This design comes from an exercise in tuning for small area, a short achievable clock period and few clock cycles per item on the open sky130 flow, not from production work. Function was checked by simulation only, so behaviour that the tests miss may differ from the original.

**flow/config.mk**
```make
export PLATFORM = sky130hd
export DESIGN_NAME = aes_enc_core
export DESIGN_NICKNAME = aes_enc_core
export VERILOG_FILES = /design/flow/design.v
export SDC_FILE = /design/flow/constraint.sdc
export NUM_CORES = 8
export LEC_CHECK = 0
export CAP_MARGIN = 20
export CORE_MARGIN = 2
export CORE_UTILIZATION = 40
export SLEW_MARGIN = 20
```
**flow/constraint.sdc**
```tcl
create_clock -name core_clock -period 10.0 [get_ports {clk}]
set_input_delay 2.0000 -clock core_clock [delete_from_list [all_inputs] [get_ports {clk}]]
set_output_delay 2.0000 -clock core_clock [all_outputs]
set_load 0.01 [all_outputs]
```
**flow/run.sh**
```bash
#!/bin/bash
# synth_recipe.tcl (not shown) runs the flow's synth.tcl, then flattens the netlist and writes it again
# the make line also repeats each setting of config.mk as NAME=value (left out here)
make -C /OpenROAD-flow-scripts/flow DESIGN_CONFIG=/design/flow/config.mk WORK_HOME=/design/flow/orfs CLKGATE_MAP_FILE= SYNTH_SCRIPT=/design/flow/synth_recipe.tcl finish
```
**flow/design.v**
```verilog
module aes_sbox_front (
    input  wire [7:0] a,
    output wire [11:0] m
);
    wire g59 = a[4] & a[7];
    wire g58 = ~(a[4] | a[7]);
    wire g60 = ~(g59 | g58);
    wire g85 = ~(g60 | a[1]);
    wire g63 = g60 & a[1];
    wire g86 = ~(g85 | g63);
    wire g88 = g86 & ~a[3];
    wire g87 = ~g86 & a[3];
    wire g0 = g88 | g87;
    wire g56 = a[7] & a[5];
    wire g43 = ~(a[7] | a[5]);
    wire g7 = ~(g56 | g43);
    wire g40 = a[2] & a[4];
    wire g39 = ~(a[2] | a[4]);
    wire g41 = ~(g40 | g39);
    wire g36 = g7 & g41;
    wire g57 = ~(g7 | g41);
    wire g1 = ~(g36 | g57);
    wire g78 = a[3] & a[6];
    wire g77 = ~(a[3] | a[6]);
    wire g79 = ~(g78 | g77);
    wire g81 = g79 & a[5];
    wire g80 = ~(g79 | a[5]);
    wire g82 = ~(g81 | g80);
    wire g99 = ~g86 & g82;
    wire g98 = g86 & ~g82;
    wire g2 = g99 | g98;
    wire g90 = ~g0 & a[0];
    wire g89 = g0 & ~a[0];
    wire g3 = g90 | g89;
    wire g84 = ~g82 & g41;
    wire g83 = g82 & ~g41;
    wire g4 = g84 | g83;
    wire g38 = a[3] & a[2];
    wire g37 = ~(a[3] | a[2]);
    wire g5 = ~(g38 | g37);
    wire g97 = ~g4 & a[1];
    wire g96 = g4 & ~a[1];
    wire g6 = g97 | g96;
    wire g8 = m[11:8];
    wire g104 = ~(g7 | g5);
    wire g102 = g7 & g5;
    wire g45 = a[0] & a[6];
    wire g44 = ~(a[0] | a[6]);
    wire g46 = ~(g45 | g44);
    wire g103 = ~(g102 | g46);
    wire g105 = ~(g104 | g103);
    wire g101 = ~(a[7] | a[1]);
    wire g107 = g105 & ~g101;
    wire g106 = ~g105 & g101;
    wire g108 = ~(g107 | g106);
    wire g9 = ~g108 & g57;
    wire g10 = g108 & ~g57;
    wire g11 = ~(g10 | g9);
    wire g100 = g2 & ~g6;
    wire g12 = g11 & g100;
    wire g13 = ~(g11 | g100);
    wire g14 = ~(g13 | g12);
    wire g91 = ~(g3 | g4);
    wire g47 = ~(g46 | a[1]);
    wire g50 = ~g47 & g43;
    wire g49 = a[7] & a[1];
    wire g51 = ~(g50 | g49);
    wire g48 = g47 & ~g43;
    wire g52 = g51 & ~g48;
    wire g42 = ~(g41 | g5);
    wire g54 = g52 & ~g42;
    wire g53 = ~g52 & g42;
    wire g55 = ~(g54 | g53);
    wire g93 = ~g91 & g55;
    wire g92 = g91 & ~g55;
    wire g94 = ~(g93 | g92);
    wire g64 = ~(g63 | g38);
    wire g62 = ~g37 & a[1];
    wire g65 = ~(g64 | g62);
    wire g61 = g60 & ~a[6];
    wire g68 = ~g65 & g61;
    wire g67 = g62 & ~g60;
    wire g69 = ~(g68 | g67);
    wire g66 = g65 & ~g61;
    wire g70 = g69 & ~g66;
    wire g72 = g70 & ~g57;
    wire g71 = ~g70 & g57;
    wire g73 = ~(g72 | g71);
    wire g75 = ~(g73 | g55);
    wire g74 = g73 & g55;
    wire g76 = ~(g75 | g74);
    wire g95 = g94 & g76;
    wire g15 = ~(g14 | g95);
    wire g16 = g5 & a[0];
    wire g17 = g0 & ~g4;
    wire g18 = g17 & ~g108;
    wire g19 = ~g17 & g108;
    wire g20 = ~(g19 | g18);
    wire g21 = g20 & g16;
    wire g22 = ~(g20 | g16);
    wire g23 = ~(g22 | g21);
    wire g24 = g23 & g14;
    wire g25 = g24 & g76;
    wire g26 = ~(g23 | g95);
    wire g27 = g14 & ~g94;
    wire g28 = ~g23 & g76;
    wire g29 = ~g23 & g14;
    wire g30 = ~(g29 | g94);
    wire g31 = g30 & ~g28;
    wire g32 = ~g30 & g28;
    wire g33 = g30 & ~g76;
    wire g34 = ~g26 & g14;
    wire g35 = ~g34 & g94;
    assign m[8] = ~(g25 | g15);
    assign m[10] = g27 | g26;
    assign m[11] = g32 | g31;
    assign m[9] = ~(g35 | g33);
    assign m[7:0] = { g7, g6, g5, g4, g1, g2, g0, g3 };
endmodule
module aes_sbox_back (
    input  wire [11:0] m,
    output wire [7:0] y
);
    wire g58 = m[1] & m[4];
    wire g57 = ~(m[1] | m[4]);
    wire g59 = ~(g58 | g57);
    wire g61 = ~(g59 | m[5]);
    wire g62 = ~g61 & m[9];
    wire g60 = g59 & m[5];
    wire g63 = g62 & ~g60;
    wire g147 = m[11] & m[2];
    wire g79 = m[11] & m[10];
    wire g78 = ~(m[11] | m[10]);
    wire g80 = ~(g79 | g78);
    wire g81 = g80 & m[6];
    wire g77 = m[7] & m[10];
    wire g83 = g81 & ~g77;
    wire g82 = ~g81 & g77;
    wire g84 = ~(g83 | g82);
    wire g8 = ~(g147 | g84);
    wire g148 = g147 & g84;
    wire g9 = ~(g8 | g148);
    wire g116 = m[2] & ~m[0];
    wire g115 = ~m[2] & m[0];
    wire g117 = ~(g116 | g115);
    wire g92 = m[11] & m[9];
    wire g91 = ~(m[11] | m[9]);
    wire g93 = ~(g92 | g91);
    wire g118 = ~g117 & g93;
    wire g112 = m[3] & m[1];
    wire g111 = ~(m[3] | m[1]);
    wire g113 = ~(g112 | g111);
    wire g95 = m[10] & m[8];
    wire g94 = ~(m[10] | m[8]);
    wire g96 = ~(g95 | g94);
    wire g98 = g96 & g93;
    wire g97 = ~(g96 | g93);
    wire g99 = ~(g98 | g97);
    wire g114 = g113 & g99;
    wire g120 = ~g118 & g114;
    wire g119 = g118 & ~g114;
    wire g121 = ~(g120 | g119);
    wire g11 = g9 & ~g121;
    wire g10 = ~g9 & g121;
    wire g12 = ~(g11 | g10);
    wire g146 = g80 & m[3];
    wire g14 = ~(g12 | g146);
    wire g13 = g12 & g146;
    wire g15 = ~(g14 | g13);
    wire g65 = g63 & g15;
    wire g64 = ~(g63 | g15);
    wire g66 = ~(g65 | g64);
    wire g102 = m[7] & ~m[5];
    wire g101 = ~m[7] & m[5];
    wire g103 = ~(g102 | g101);
    wire g104 = ~g103 & g96;
    wire g89 = m[6] & m[4];
    wire g88 = ~(m[6] | m[4]);
    wire g90 = ~(g89 | g88);
    wire g100 = g99 & g90;
    wire g106 = ~g104 & g100;
    wire g105 = g104 & ~g100;
    wire g107 = ~(g106 | g105);
    wire g68 = g66 & ~g107;
    wire g67 = ~g66 & g107;
    wire g69 = ~(g68 | g67);
    wire g54 = m[5] & ~m[0];
    wire g53 = ~m[5] & m[0];
    wire g55 = ~(g54 | g53);
    wire g56 = ~g55 & m[8];
    wire g71 = ~(g69 | g56);
    wire g70 = g69 & g56;
    wire g0 = g71 | g70;
    wire g27 = m[3] & m[10];
    wire g26 = g80 & m[2];
    wire g29 = ~g27 & g26;
    wire g28 = g27 & ~g26;
    wire g30 = ~(g29 | g28);
    wire g32 = g30 & ~g84;
    wire g31 = ~g30 & g84;
    wire g33 = ~(g32 | g31);
    wire g123 = ~m[9] & m[0];
    wire g122 = ~m[1] & m[8];
    wire g126 = g123 & ~g122;
    wire g125 = ~(m[8] | m[0]);
    wire g127 = ~(g126 | g125);
    wire g124 = ~g123 & g122;
    wire g128 = g127 & ~g124;
    wire g130 = ~(g128 | g121);
    wire g129 = g128 & g121;
    wire g131 = ~(g130 | g129);
    wire g35 = ~(g33 | g131);
    wire g34 = g33 & g131;
    wire g36 = ~(g35 | g34);
    wire g73 = m[4] & m[8];
    wire g72 = m[5] & m[9];
    wire g75 = ~g73 & g72;
    wire g74 = g73 & ~g72;
    wire g76 = ~(g75 | g74);
    wire g52 = ~(g36 | g76);
    wire g51 = g36 & g76;
    wire g1 = g52 | g51;
    wire g133 = ~g117 & g96;
    wire g132 = g113 & g93;
    wire g135 = ~g133 & g132;
    wire g134 = g133 & ~g132;
    wire g136 = ~(g135 | g134);
    wire g86 = ~g84 & g76;
    wire g85 = g84 & ~g76;
    wire g7 = ~(g86 | g85);
    wire g42 = ~g136 & g7;
    wire g41 = g136 & ~g7;
    wire g43 = ~(g42 | g41);
    wire g50 = ~(g43 | g30);
    wire g49 = g43 & g30;
    wire g2 = ~(g50 | g49);
    wire g40 = m[9] & m[1];
    wire g45 = g43 & ~g40;
    wire g44 = ~g43 & g40;
    wire g46 = ~(g45 | g44);
    wire g39 = m[8] & m[0];
    wire g48 = ~(g46 | g39);
    wire g47 = g46 & g39;
    wire g3 = ~(g48 | g47);
    wire g17 = g96 & g90;
    wire g16 = ~g103 & g93;
    wire g19 = ~g17 & g16;
    wire g18 = g17 & ~g16;
    wire g20 = ~(g19 | g18);
    wire g38 = ~(g36 | g20);
    wire g37 = g36 & g20;
    wire g4 = ~(g38 | g37);
    wire g22 = g20 & ~g136;
    wire g21 = ~g20 & g136;
    wire g23 = ~(g22 | g21);
    wire g25 = ~(g23 | g15);
    wire g24 = g23 & g15;
    wire g5 = g25 | g24;
    wire g137 = m[11] & m[6];
    wire g139 = ~(g137 | g136);
    wire g138 = g137 & g136;
    wire g140 = ~(g139 | g138);
    wire g142 = g140 & ~g131;
    wire g141 = ~g140 & g131;
    wire g143 = ~(g142 | g141);
    wire g87 = g80 & m[7];
    wire g109 = g107 & ~g87;
    wire g108 = ~g107 & g87;
    wire g110 = ~(g109 | g108);
    wire g145 = ~(g143 | g110);
    wire g144 = g143 & g110;
    wire g6 = ~(g145 | g144);
    assign y = { g3, g7, g6, g2, g1, g0, g5, g4 };
endmodule
module aes_mixcol (
    input  wire [31:0] a,
    output wire [31:0] y
);
    wire [7:0] a0 = a[31:24], a1 = a[23:16], a2 = a[15:8], a3 = a[7:0];
    wire [7:0] p0 = a0 ^ a1, p1 = a1 ^ a2, p2 = a2 ^ a3, p3 = a3 ^ a0;
    function [7:0] xt;
        input [7:0] v;
        xt = {v[6:0], 1'b0} ^ {3'b000, v[7], v[7], 1'b0, v[7], v[7]};
    endfunction
    assign y[31:24] = xt(p0) ^ (a1 ^ p2);
    assign y[23:16] = xt(p1) ^ (a2 ^ p3);
    assign y[15:8]  = xt(p2) ^ (a3 ^ p0);
    assign y[7:0]   = xt(p3) ^ (a0 ^ p1);
endmodule
module aes_enc_core (
    input  wire         clk,
    input  wire         rst,         
    input  wire         key_load,    
    input  wire [1:0]   key_len,     
    input  wire [255:0] key,         
    input  wire         in_valid,
    output reg          in_ready,
    input  wire [127:0] in_data,
    output reg          out_valid,
    output wire [127:0] out_data
);
    reg         l128, l192, l256;    
    reg  [3:0]  nr;                  
    reg  [2:0]  kp;                  
    reg         krdy;                
    reg         v1, w1, vm1, wm1, v2, w2, vm2, wm2;
    reg  [3:0]  r1, rm1, r2, rm2;
    reg  [1:0]  gn;                  
    reg         gopen;               
    wire        lastm2 = (rm2 == nr);
    wire        cont2  = vm2 && !lastm2;             
    wire        accept = in_valid && in_ready;
    reg  [255:0] ks;
    reg  [127:0] h0, h1, rko;
    reg  [31:0]  ksi;                
    reg          ksi_rot;            
    reg  [47:0]  km;                 
    wire [31:0] S7 = ks[31:0];
    wire [31:0] H00 = h0[127:96], H01 = h0[95:64], H02 = h0[63:32], H03 = h0[31:0];
    wire [31:0] H10 = h1[127:96], H11 = h1[95:64], H12 = h1[63:32], H13 = h1[31:0];
    wire [31:0] kin = ksi_rot ? {ksi[23:0], ksi[31:24]} : ksi;
    wire [47:0] km_d;
    wire [31:0] kb;                  
    genvar g;
    generate
        for (g = 0; g < 4; g = g + 1) begin : g_ksb
            aes_sbox_front u_f (.a(kin[31-8*g -: 8]), .m(km_d[47-12*g -: 12]));
            aes_sbox_back  u_b (.m(km[47-12*g -: 12]), .y(kb[31-8*g -: 8]));
        end
    endgenerate
    reg         c_en;                
    reg         c_fix;               
    reg         c_fixw;              
    reg         c_h0, c_h1, c_o;     
    reg  [3:0]  c_b;                 
    reg         c_p;                 
    reg         c_m01, c_m23, c_n01, c_n23, c_zq;
    reg  [7:0]  c_rc01, c_rc23;
    reg         c_rot, c_x4;         
    reg         k_sel;               
    wire [31:0] B0 = ({32{c_b[0]}} & H00) | ({32{c_b[1]}} & H10) | ({32{c_b[2]}} & H02) | ({32{c_b[3]}} & H12);
    wire [31:0] B1 = ({32{c_b[0]}} & H01) | ({32{c_b[1]}} & H11) | ({32{c_b[2]}} & H03) | ({32{c_b[3]}} & H13);
    wire [31:0] B2 = ({32{c_b[0]}} & H02) | ({32{c_b[1]}} & H12) | ({32{c_b[2]}} & H10) | ({32{c_b[3]}} & H00);
    wire [31:0] B3 = ({32{c_b[0]}} & H03) | ({32{c_b[1]}} & H13) | ({32{c_b[2]}} & H11) | ({32{c_b[3]}} & H01);
    wire [31:0] N2 = c_p ? H02 : H12;
    wire [31:0] N3 = c_p ? H03 : H13;
    wire [31:0] Q01 = B0 ^ B1;
    wire [31:0] Q23 = B2 ^ B3;
    wire [31:0] zQ  = {32{c_zq}} & Q01;
    wire [31:0] e0  = ({32{c_n01}} & N3) ^ {c_rc01, 24'h000000};
    wire [31:0] e2  = ({32{c_n23}} & N3) ^ {c_rc23, 24'h000000};
    wire [31:0] P0 = B0 ^ e0;
    wire [31:0] P1 = Q01 ^ e0;
    wire [31:0] P2 = zQ ^ (B2 ^ e2);
    wire [31:0] P3 = zQ ^ (Q23 ^ e2);
    wire [31:0] n0 = P0 ^ ({32{c_m01}} & kb);
    wire [31:0] n1 = P1 ^ ({32{c_m01}} & kb);
    wire [31:0] n2 = P2 ^ ({32{c_m23}} & kb);
    wire [31:0] n3 = P3 ^ ({32{c_m23}} & kb);
    wire [127:0] nk = {n0, n1, n2, n3};
    wire [31:0] P3x = zQ ^ ((Q23 ^ e2) ^ ({32{c_x4}} & (N2 ^ N3)));
    wire [31:0] nx  = P3x ^ ({32{c_m23}} & kb);
    reg  [127:0] s1, s2;             
    reg  [191:0] m1, m2;             
    reg  [127:0] outr;
    assign out_data = outr;
    wire [127:0] mix1, mix2, sub2;
    wire [191:0] m1_d, m2_d;
    aes_half_round u_a1 (.s(s1), .rk(h0), .m(m1_d));
    aes_half_round u_a2 (.s(s2), .rk(h1), .m(m2_d));
    aes_back_round u_b1 (.m(m1), .sub(), .mix(mix1));
    aes_back_round u_b2 (.m(m2), .sub(sub2), .mix(mix2));
    wire [127:0] okey = c_o ? nk : rko;
    always @(posedge clk) begin
        m1   <= m1_d;
        s2   <= mix1;
        m2   <= m2_d;
        s1   <= cont2 ? mix2 : in_data;
        outr <= sub2 ^ okey;
        km   <= km_d;
        ksi     <= k_sel ? nx : S7;
        ksi_rot <= k_sel ? c_rot : 1'b1;
    end
    function [1:0] mod3;             
        input [3:0] r;
        case (r)
            4'd0: mod3 = 2'd0;  4'd1: mod3 = 2'd1;  4'd2: mod3 = 2'd2;  4'd3: mod3 = 2'd0;
            4'd4: mod3 = 2'd1;  4'd5: mod3 = 2'd2;  4'd6: mod3 = 2'd0;  4'd7: mod3 = 2'd1;
            4'd8: mod3 = 2'd2;  4'd9: mod3 = 2'd0;  4'd10: mod3 = 2'd1; 4'd11: mod3 = 2'd2;
            4'd12: mod3 = 2'd0; 4'd13: mod3 = 2'd1; 4'd14: mod3 = 2'd2; default: mod3 = 2'd0;
        endcase
    endfunction
    function [7:0] rcon_of;
        input [3:0] r;
        input       a128, a192;
        begin
            if (a128) begin
                case (r)
                    4'd1: rcon_of = 8'h02;  4'd2: rcon_of = 8'h04;  4'd3: rcon_of = 8'h08;
                    4'd4: rcon_of = 8'h10;  4'd5: rcon_of = 8'h20;  4'd6: rcon_of = 8'h40;
                    4'd7: rcon_of = 8'h80;  4'd8: rcon_of = 8'h1b;  4'd9: rcon_of = 8'h36;
                    default: rcon_of = 8'h00;
                endcase
            end else if (a192) begin
                case (r)
                    4'd2: rcon_of = 8'h02;  4'd3: rcon_of = 8'h04;  4'd5: rcon_of = 8'h08;
                    4'd6: rcon_of = 8'h10;  4'd8: rcon_of = 8'h20;  4'd9: rcon_of = 8'h40;
                    4'd11: rcon_of = 8'h80;
                    default: rcon_of = 8'h00;
                endcase
            end else begin
                case (r)
                    4'd1: rcon_of = 8'h01;  4'd3: rcon_of = 8'h02;  4'd5: rcon_of = 8'h04;
                    4'd7: rcon_of = 8'h08;  4'd9: rcon_of = 8'h10;  4'd11: rcon_of = 8'h20;
                    4'd13: rcon_of = 8'h40;
                    default: rcon_of = 8'h00;
                endcase
            end
        end
    endfunction
    wire        v1_n = cont2 || accept;
    wire        w1_n = cont2 ? wm2 : !gopen;
    wire [3:0]  r1_n = cont2 ? rm2 + 4'd1 : 4'd1;
    wire        np_n = (!v1_n || r1_n == nr - 4'd1) && (!v1 || r1 == nr - 4'd1) &&
                       (!vm1 || rm1 == nr - 4'd1) && (!v2 || r2 == nr) &&
                       !(v1_n && w1_n) && !(v1 && w1) && !(vm1 && wm1);
    wire [2:0]  kp_n = key_load ? 3'd1 : (kp == 3'd0 || kp == 3'd7) ? kp : kp + 3'd1;
    wire        krdy_n = key_load ? (key_len != 2'd1) :
                         (krdy || (kp_n >= 3'd2));
    wire        st1_n = v1 && w1 && (r1 != 4'd1);
    wire        st2_n = v2 && w2;
    wire [3:0]  j_n   = st2_n ? r2 : r1;             
    wire [3:0]  sr_n  = j_n - 4'd1;                  
    wire [3:0]  sn_n  = j_n;                         
    wire [1:0]  m3c   = mod3(sr_n);
    wire [1:0]  m3n   = mod3(sn_n);
    always @(posedge clk) begin
        if (rst) begin
            krdy      <= 1'b0;
            kp        <= 3'd0;
            v1        <= 1'b0;
            vm1       <= 1'b0;
            v2        <= 1'b0;
            vm2       <= 1'b0;
            gopen     <= 1'b0;
            gn        <= 2'd0;
            in_ready  <= 1'b0;
            out_valid <= 1'b0;
            c_en      <= 1'b0;
            c_fix     <= 1'b0;
        end else begin
            kp        <= kp_n;
            krdy      <= krdy_n;
            v1        <= v1_n;
            vm1       <= v1;
            v2        <= vm1;
            vm2       <= v2;
            gopen     <= accept && !(gopen && gn == 2'd2);
            gn        <= !accept ? 2'd0 : gopen ? gn + 2'd1 : 2'd0;
            in_ready  <= krdy_n && (np_n || (accept && !(gopen && gn == 2'd2)));
            out_valid <= vm2 && lastm2;
            c_en      <= st1_n || st2_n || (kp == 3'd2 && !l256);
            c_fix     <= kp == 3'd2 && !l256;
        end
        c_fixw <= !rst && kp == 3'd2 && !l256 && !key_load;
        k_sel  <= !rst && (st1_n || st2_n || (kp == 3'd2 && !l256)) && !key_load;
        w1  <= w1_n;
        r1  <= r1_n;
        wm1 <= w1;
        rm1 <= r1;
        w2  <= wm1;
        r2  <= rm1 + 4'd1;
        wm2 <= w2;
        rm2 <= r2;
        c_h0 <= st2_n && r2 != nr;
        c_h1 <= st1_n;
        c_o  <= st2_n && r2 == nr;
        if (kp == 3'd2 && !l256) begin
            c_b   <= 4'b0001;
            c_p   <= 1'b0;
            c_m01  <= 1'b1;
            c_m23  <= 1'b1;
            c_n01  <= 1'b0;
            c_n23  <= 1'b0;
            c_zq   <= 1'b1;
            c_rc01 <= 8'h01;
            c_rc23 <= 8'h01;
            c_rot <= 1'b1;
            c_x4  <= 1'b0;
        end else begin
            c_p   <= j_n[0];
            c_b   <= {l192 && j_n[0], l192 && !j_n[0],
                      (l128 && !j_n[0]) || (l256 && j_n[0]),
                      (l128 && j_n[0]) || (l256 && !j_n[0])};
            c_m01  <= !(l192 && m3c != 2'd2);
            c_m23  <= !(l192 && m3c == 2'd1);
            c_n01  <= l192 && m3c != 2'd2;
            c_n23  <= l192 && m3c == 2'd1;
            c_zq   <= !(l192 && m3c == 2'd0);
            c_rc01 <= (l192 && m3c != 2'd2) ? 8'h00 : rcon_of(sr_n, l128, l192);
            c_rc23 <= (l192 && m3c == 2'd1) ? 8'h00 : rcon_of(sr_n, l128, l192);
            c_rot <= l128 || (l256 && sn_n[0]) || (l192 && m3n != 2'd1);
            c_x4  <= l192 && m3n == 2'd0;
        end
        if (key_load) begin
            l128 <= key_len != 2'd1 && key_len != 2'd2;
            l192 <= key_len == 2'd1;
            l256 <= key_len == 2'd2;
            nr   <= (key_len == 2'd1) ? 4'd12 : (key_len == 2'd2) ? 4'd14 : 4'd10;
        end
    end
    always @(posedge clk) begin
        if (key_load) begin
            ks[255:32] <= key[255:32];
            ks[31:0]   <= (key_len == 2'd1) ? key[95:64] :
                          (key_len == 2'd2) ? key[31:0] : key[159:128];
        end else if (c_fixw) begin
            if (l128) ks[127:0] <= nk;
            else      ks[63:0]  <= {n0, n1};
        end
    end
    always @(posedge clk) begin
        if (kp == 3'd1 || (in_ready && !gopen))
            h0 <= ks[255:128];
        else if (c_en && c_h0)
            h0 <= nk;
        if (kp == 3'd1)
            h1 <= ks[127:0];
        else if (c_fixw && l128)
            h1 <= nk;
        else if (vm1 && wm1 && rm1 == 4'd1)
            h1 <= ks[127:0];
        else if (c_en && c_h1)
            h1 <= nk;
        if (c_o)
            rko <= nk;
    end
endmodule
module aes_half_round (
    input  wire [127:0] s,
    input  wire [127:0] rk,
    output wire [191:0] m
);
    wire [127:0] a = s ^ rk;
    genvar g;
    generate
        for (g = 0; g < 16; g = g + 1) begin : g_sb
            aes_sbox_front u_f (.a(a[127-8*g -: 8]), .m(m[191-12*g -: 12]));
        end
    endgenerate
endmodule
module aes_back_round (
    input  wire [191:0] m,
    output wire [127:0] sub,
    output wire [127:0] mix
);
    wire [127:0] sb;
    genvar g, c, r;
    generate
        for (g = 0; g < 16; g = g + 1) begin : g_sb
            aes_sbox_back u_b (.m(m[191-12*g -: 12]), .y(sb[127-8*g -: 8]));
        end
        for (c = 0; c < 4; c = c + 1) begin : g_col
            for (r = 0; r < 4; r = r + 1) begin : g_row
                assign sub[127-8*(4*c+r) -: 8] = sb[127-8*(4*((c+r)%4)+r) -: 8];
            end
            aes_mixcol u_mc (.a(sub[127-32*c -: 32]), .y(mix[127-32*c -: 32]));
        end
    endgenerate
endmodule
```
==> run notes <==
cell usage in the layout, fill, tap and decap left out, types with 252 or more instances in the layout:
cell type	instances
nor2_1	855
mux2i_1	252
inv_1	397
xor2_1	1061
a21oi_1	315
dfxtp_1	1036
nand2_1	1158
o21ai_0	697
xnor2_1	2395
clkdlybuf4s50_1	518
edfxtp_1	517
metal layers:
| layer | wire (um) | part of all wire (%) | track usage (%) | vias up |
|---|---|---|---|---|
| met2 | 192000 | 42 | 48.3 | 4392 |
| li1 | - | - | - | 38500 |
| met4 | 34800 | 7.7 | 20.6 | 14 |
| met5 | 80 | 0.018 | 0 | - |
| met1 | 183000 | 40 | 42.1 | 41500 |
| met3 | 42400 | 9.4 | 6.40 | 929 |
sequential cells by signal (all words and copies together) (netlist names), 2 cells and up:
register,count
ks,256
m1,192
m2,192
h0,128
h1,128
outr,128
rko,128
s1,128
s2,128
km,48
ksi,32
c_rc01,8
c_rc23,8
c_b,4
r1,4
r2,4
rm1,4
rm2,4
kp,3
gn,2
nr,2
worst paths after layout:
check / start / to / slack [ns]
worst max-delay path: c_b[3] / outr[20] / 5.35
worst min-delay path: wm1 / w2 / 0.37
worst max register to register: c_b[3] / outr[20] / 5.35
worst min register to register: wm1 / w2 / 0.37
logic make-up after synthesis:
logic type / after synthesis / share of synthesized area (%)
buf+inv: 938 / 3.43
compound gates: 1828 / 10.8
xor+xnor: 3747 / 33.9
simple gates: 2575 / 10.4
flops: 1561 / 34.2
mux: 466 / 4.63
fa+ha+maj: 234 / 2.66
worst max-delay path, stage by stage (launching register included):
cell,delay [ns]
dfxtp_4,0.87
buf_4,0.79
a22oi_1,0.17
nand2_1,0.21
xor2_1,0.16
nand2_1,0.08
xnor2_1,0.17
xnor2_1,0.13
buf_4,0.21
xnor2_1,0.99
buf_4,0.30
mux2i_1,0.13
xnor2_1,0.19
area by class of cell:
class	count	area, um2
repair buffers	657	6250
diodes	16	40.0
well taps	3533	4420
fillers	24900	143000
multi-input cells	8850	66800
inverters	400	1500
clock inverters	103	1070
clock buffers	244	5440
flip-flops and latches	1561	36500
Yosys cell counts, types with 15 or more instances:
master / number / area share (%)
xnor2_1: 2427 / 20
nand2_1: 1160 / 4.1
xor2_1: 1064 / 8.7
dfxtp_1: 1044 / 20
nor2_1: 857 / 3.0
o21ai_0: 699 / 3.3
edfxtp_1: 517 / 15
clkbuf_1: 416 / 1.5
inv_1: 399 / 1.4
a21oi_1: 315 / 1.5
mux2i_1: 252 / 2.4
mux2_2: 214 / 2.3
ha_1: 198 / 2.3
a22oi_1: 195 / 1.4
xnor3_1: 166 / 3.5
nand2b_1: 144 / 0.85
o211ai_1: 122 / 0.86
nor2b_1: 121 / 0.71
a221oi_1: 88 / 0.72
a22o_1: 83 / 0.68
nor3_1: 81 / 0.38
buf_2: 73 / 0.34
o22ai_1: 50 / 0.29
xnor2_2: 43 / 0.66
a211oi_1: 41 / 0.29
a211o_1: 36 / 0.30
maj3_1: 36 / 0.34
nor3b_1: 35 / 0.25
a32oi_1: 34 / 0.28
buf_1: 34 / 0.12
xor3_1: 33 / 0.74
nand3_1: 30 / 0.14
o21a_1: 30 / 0.21
nand3b_1: 29 / 0.20
a21o_1: 26 / 0.18
and2_1: 26 / 0.15
o211a_1: 22 / 0.21
or2_2: 22 / 0.13
o31ai_1: 21 / 0.15
or3_1: 19 / 0.11
and3_1: 18 / 0.11
o221ai_1: 15 / 0.12
==> metrics.yaml <==
post_cts_resized: 0
gp_congestion: 1.05
ys.flop_type: "dfxtp_1"
ant_nets: 0
r2r_cells: 12
end_kind: "flop"
holdWs_ns: 0.375
clkTransAtPathRegs_ns: 0.06
critPathLaunchType: "flop"
syn_inst: 11300
crit_fanout: 70
setup-violations-final: 0
root_buffer: "clkbuf_16"
min_period_over_period_pct: 46.5
wirelength_um: 452000
setup_ws_ns: 5.35
drv_cap: 0
vias: 85400
die-area_um2: 270000
place_hpwl_um: 366000
fin_cells: 15400
htreeDepth: 4
min_period_ns: 4.65
worst_slew_pin_slew_ns: 1.28
tns_ns: 0
clk_path_buf_depth: 4
remaining_drc_errors: 0
cts_tree: "built"
wire_per_inst_um: 29.4
nets: 12200
grt_pass1_vias: 80000
postCtsSetupBuffers: 0
status: "timing/DRC/antenna clean"
core_area_um2: 265000
whs_path_depth: 0
drive_gt1_share_pct: 6.84
rsz0062_at_grt: "false"
hold_viol_final: 0
postSynth.asyncResetShare_pct: 0
die_y_um: 520
cts.sinks: 1561
worst-setup-path-type: "reg -> reg"
insertion_delay_ns: 0.90
synth_edf_count: 517
drv_slew: 0
grt_pass1_wl_um: 615000
final_area_um2: 122000
syn_to_final_growth_pct: 14.5
die_w_um: 520
fmax_mhz: 215
place_inst: 15000
synth_nets: 11900
cp.required_ns: 10.78
hold_class: "reg -> reg"
finClkSkew_ns: 0.0501
worst_ep_arrival_time_ns: 5.43
first_pass_iters: 28
antenna_found_initial: 50
via_per_inst: 5.56
synth_cell_types: 80
ys_warn_count: 2
rows: 189
synth_seq_area_share_pct: 34.2
place_ws_ns: 4.99
final_util_pct: 46.0
synth_area_um2: 107000
postCtsHoldBufs: 0
io_buffers: 519
grt_start_max_net_pins: 140
initialDrtViolationCount: 10300
cts_buffers: 190
grt_overflow: 0
start_util_pct: 40.2
grt_usage_pct: 32.2
synth.avg_cell_area_um2: 9.39
post_dp_cell_area_um2: 115000
synth-seq-cells: 1561
ios: 520
relSlewSlack_pct: 14.0
Testbench counts, summed over its fixed seeds: cycles 12,694, items 1,687.

## port drivers added, routing unchanged
No port has a modelled driver above. Below, the same layout with a new extraction and two added sets of constraints.
Step 1 (the two cells are an assumption about what drives the block):
set clk [get_ports {clk}]
set_driving_cell -lib_cell sky130_fd_sc_hd__clkbuf_16 $clk
set_driving_cell -lib_cell sky130_fd_sc_hd__buf_2 [delete_from_list [all_inputs] $clk]
Step 2 adds t to the input delays and takes it off the output delays; t is the mean of the earliest and latest rising clock arrival at the registers after step 1. Input paths then give back, and output paths get back, about the clock's delay inside the block.
Slacks: ideal ports / drivers / drivers and shift; pairs: ideal ports / drivers.
t, ns: 0.986
setup slack, ns: 5.346 / 5.346 / 4.822
worst setup path at the end: input to register
latest minus earliest clock arrival (ns): 0.053 / 0.054
cell pins on the clock port's net: 1
After both steps this run still meets setup and hold. The setup slack of this run moves by 0.000 ns with the drivers and by -0.524 ns with both steps.
